From an optimization exercise on the open Yosys and OpenROAD flow, aimed at small area, a short achievable clock period and few clock cycles per item; shortcuts taken in it are not production practice. The RTL was checked by simulation tests, not by an equivalence proof against the original design.

// aes128_engine
module aes128_engine (
    input  wire         clk,
    input  wire         rst,         
    input  wire         in_valid,
    output wire         in_ready,
    input  wire         in_decrypt,  
    input  wire [127:0] in_key,
    input  wire [127:0] in_block,
    output reg          out_valid,
    output wire [127:0] out_block
);
    reg [127:0] st_r;       
    reg [127:0] st_p;       
    reg [127:0] key_r;      
    reg [127:0] key_p;      
    reg [127:0] key_x;      
    reg [127:0] out_q;      
    reg         v_r, v_p;   
    reg         dec_r, dec_p;
    reg         encm_p;     
    reg         decm_p;     
    reg         encl_p;     
    reg         decl_p;     
    reg [7:0]   rc_r, rc_p;   
    reg [1:0]   kx_st;      
    reg [7:0]   kx_rc;        
    reg         rdy_q;      
    reg         ld_q;       
    reg         dec_q;      
    localparam [1:0] KX_IDLE = 2'd0,
                     KX_RUN  = 2'd1,
                     KX_DONE = 2'd2;
    assign in_ready  = rdy_q;
    assign out_block = out_q;
    wire acc = in_valid && rdy_q;
    function [7:0] xt_inv;   
        input [7:0] b;
        xt_inv = {1'b0, b[7:1]} ^ (b[0] ? 8'h8d : 8'h00);
    endfunction
    function [127:0] shift_rows;
        input [127:0] s;
        integer r, c;
        begin
            for (c = 0; c < 4; c = c + 1)
                for (r = 0; r < 4; r = r + 1)
                    shift_rows[127-8*(4*c+r) -: 8] = s[127-8*(4*((c+r)%4)+r) -: 8];
        end
    endfunction
    function [127:0] inv_shift_rows;
        input [127:0] s;
        integer r, c;
        begin
            for (c = 0; c < 4; c = c + 1)
                for (r = 0; r < 4; r = r + 1)
                    inv_shift_rows[127-8*(4*c+r) -: 8] = s[127-8*(4*((c+4-r)%4)+r) -: 8];
        end
    endfunction
    function [127:0] pre;
        input [127:0] s;
        integer n;
        reg [7:0] b;
        begin
            for (n = 0; n < 16; n = n + 1) begin
                b = s[8*n +: 8];
                pre[8*n +: 8] = {b[6:0], b[7]} ^ {b[4:0], b[7:5]} ^ {b[1:0], b[7:2]}
                                ^ 8'h05;
            end
        end
    endfunction
    function [127:0] aff;
        input [127:0] s;
        integer n;
        reg [7:0] b;
        begin
  ...
clock: 15.0 ns
lec_check: 0
cap_margin: 30
core_margin: 2
core_utilization: 45
place_density: 0.6
slew_margin: 20
standard.sh (not shown) runs the stock make flow with config.mk's settings and CLKGATE_MAP_FILE= SYNTH_SCRIPT=/design/flow/synth_recipe.tcl, a recipe that flattens the netlist after the stock synthesis.
==> flow/flow/run.sh <==
#!/bin/bash
# Own layout flow: the standard ORFS flow, with three changes:
#  1. synthesis is the standard synthesis script, except that ABC maps
#     the logic with the script in flow/map.abc (instead of ORFS's
#     abc_speed/abc_area script); registers, their names and cell types
#     are untouched;
#  2. timing repair (repair_timing in floorplan, CTS and global route)
#     aims at a setup slack margin of flow/margin.txt ns, which makes it
#     work towards a shorter achieved period than the 15 ns clock;
#  3. the port buffers that placement inserts on every input and output
#     are sky130_fd_sc_hd__buf_2 cells.
# Each tool's full output goes to a log file of its own in this folder.
set -euo pipefail
here=$(pwd)
margin=$(cat flow/margin.txt)

sed 's|log_cmd abc {\*}\$abc_args|log_cmd abc -script $::env(OWN_ABC_SCRIPT) {*}[lrange $abc_args 2 end]|' \
    "$FLOW_HOME/scripts/synth.tcl" > own_synth_core.tcl
grep -q 'OWN_ABC_SCRIPT' own_synth_core.tcl
sed "s|source \$::env(SCRIPTS_DIR)/synth.tcl|source $here/own_synth_core.tcl|" \
    synth_recipe.tcl > own_synth.tcl
grep -q 'own_synth_core.tcl' own_synth.tcl
export OWN_ABC_SCRIPT=$here/flow/map.abc

bash standard.sh SYNTH_SCRIPT=$here/own_synth.tcl synth > synth.log 2>&1
bash standard.sh SYNTH_SCRIPT=$here/own_synth.tcl SETUP_SLACK_MARGIN=$margin \
    "BUFFER_PORTS_ARGS=-buffer_cell sky130_fd_sc_hd__buf_2" > layout.log 2>&1
test -s out/final.def
==> flow/flow/map.abc <==
&get -n
&st
&dch
&nf
&put
buffer -c
topo
stime -c
upsize -c
dnsize -c
==> flow/flow/margin.txt <==
9.6
The baseline ran to the end with no violations.
Testbench counts at the start, summed over its fixed seeds: cycles 13,290, items 1,280.
==> next run, changes <==
==> flow/flow/margin.txt (replaced) <==
10
--- a/flow/config.mk
+++ b/flow/config.mk
@@ -8 +8 @@
-export CAP_MARGIN = 30
+export CAP_MARGIN = 20
Flip-flop and latch count stays the same.
Worst hold slack gets worse by 0.0056 ns.
Final area grows by 2.9%.
Clock-buffer cell count goes up by 10.
First-iteration DRC count is higher by 2.2%.
Non-clock buffer count went up by 50.
Utilization goes up by 1.5 points.
==> next run, changes <==
==> flow/flow/margin.txt (replaced) <==
10.4
--- a/flow/config.mk
+++ b/flow/config.mk
@@ -8 +8 @@
-export CAP_MARGIN = 20
+export CAP_MARGIN = 30
Worst hold slack gains 0.039 ns.
Register-to-register slack is better by 0.096 ns.
Setup slack gains 0.096 ns.
Global-route usage came out higher by 1.2 points.
Critical path depth goes up by 2.

* * *

Starting RTL as in the previous note.
==> flow/config.mk <==
export PLATFORM = sky130hd
export DESIGN_NAME = aes128_engine
export DESIGN_NICKNAME = aes128_engine
export VERILOG_FILES = /design/flow/design.v
export SDC_FILE = /design/flow/constraint.sdc
export NUM_CORES = 8
export LEC_CHECK = 0
export CAP_MARGIN = 30
export CORE_MARGIN = 2
export CORE_UTILIZATION = 55
export PLACE_DENSITY = 0.65
export SLEW_MARGIN = 20
==> flow/constraint.sdc <==
create_clock -name core_clock -period 15.0 [get_ports {clk}]
set_input_delay 3.0000 -clock core_clock [delete_from_list [all_inputs] [get_ports {clk}]]
set_output_delay 3.0000 -clock core_clock [all_outputs]
set_load 0.01 [all_outputs]
==> flow/flow/margin.txt <==
10
Scripts as last shown in full above: flow/flow/run.sh, flow/flow/map.abc
The starting point produced a clean layout.
Testbench counts at the start, summed over its fixed seeds: cycles 13,290, items 1,280.
Next try:
CORE_UTILIZATION = 45   (was 55)
PLACE_DENSITY = 0.6   (was 0.65)
Result:
- The changed run went through all stages and came out clean
- die area grows by about a fifth
- sequential cell count stays the same
- register-to-register slack is better by 50 ps
- wire length grows by a few percent
- via count shrinks slightly

==> afterwards: timing with drivers on the ports <==
In the flow no input, the clock included, has a driving cell. The finished layouts below were timed again as built, in two steps. Step 1: set_driving_cell puts a clkbuf_16 on clk and a buf_2 on each other input, an assumption about the parent block. Step 2, shift: input delay + t, output delay - t, t = (earliest + latest rising clock arrival at the registers) / 2. This alone moves slack from input paths to output paths. Slacks: ideal / step 1 / step 2; pairs: ideal / step 1.
| run | shift t [ns] | slack for setup (ns) | clock arrival spread, ns | worst slew at a driven data input, ns | pins driven straight from the clock port |
|---|---|---|---|---|---|
| the first run of note 1 | 0.812 | 9.690 / 9.690 / 9.690 | 0.068 / 0.068 | 0.12 | 1 |
| the second run of note 1 | 0.829 | 9.962 / 9.962 / 9.665 | 0.073 / 0.073 | 0.12 | 1 |
| the third run of note 1 | 0.823 | 10.057 / 10.057 / 9.756 | 0.036 / 0.036 | 0.10 | 1 |
| the first run of note 2 | 0.791 | 9.879 / 9.879 / 9.645 | 0.048 / 0.048 | 0.11 | 1 |
| the second run of note 2 | 0.815 | 9.929 / 9.929 / 9.735 | 0.068 / 0.069 | 0.13 | 1 |
After both steps setup and hold are still met in every run listed. For the third run of note 1, which loses most, drivers alone change the setup slack by 0.000 ns; drivers and shift together by -0.301 ns.
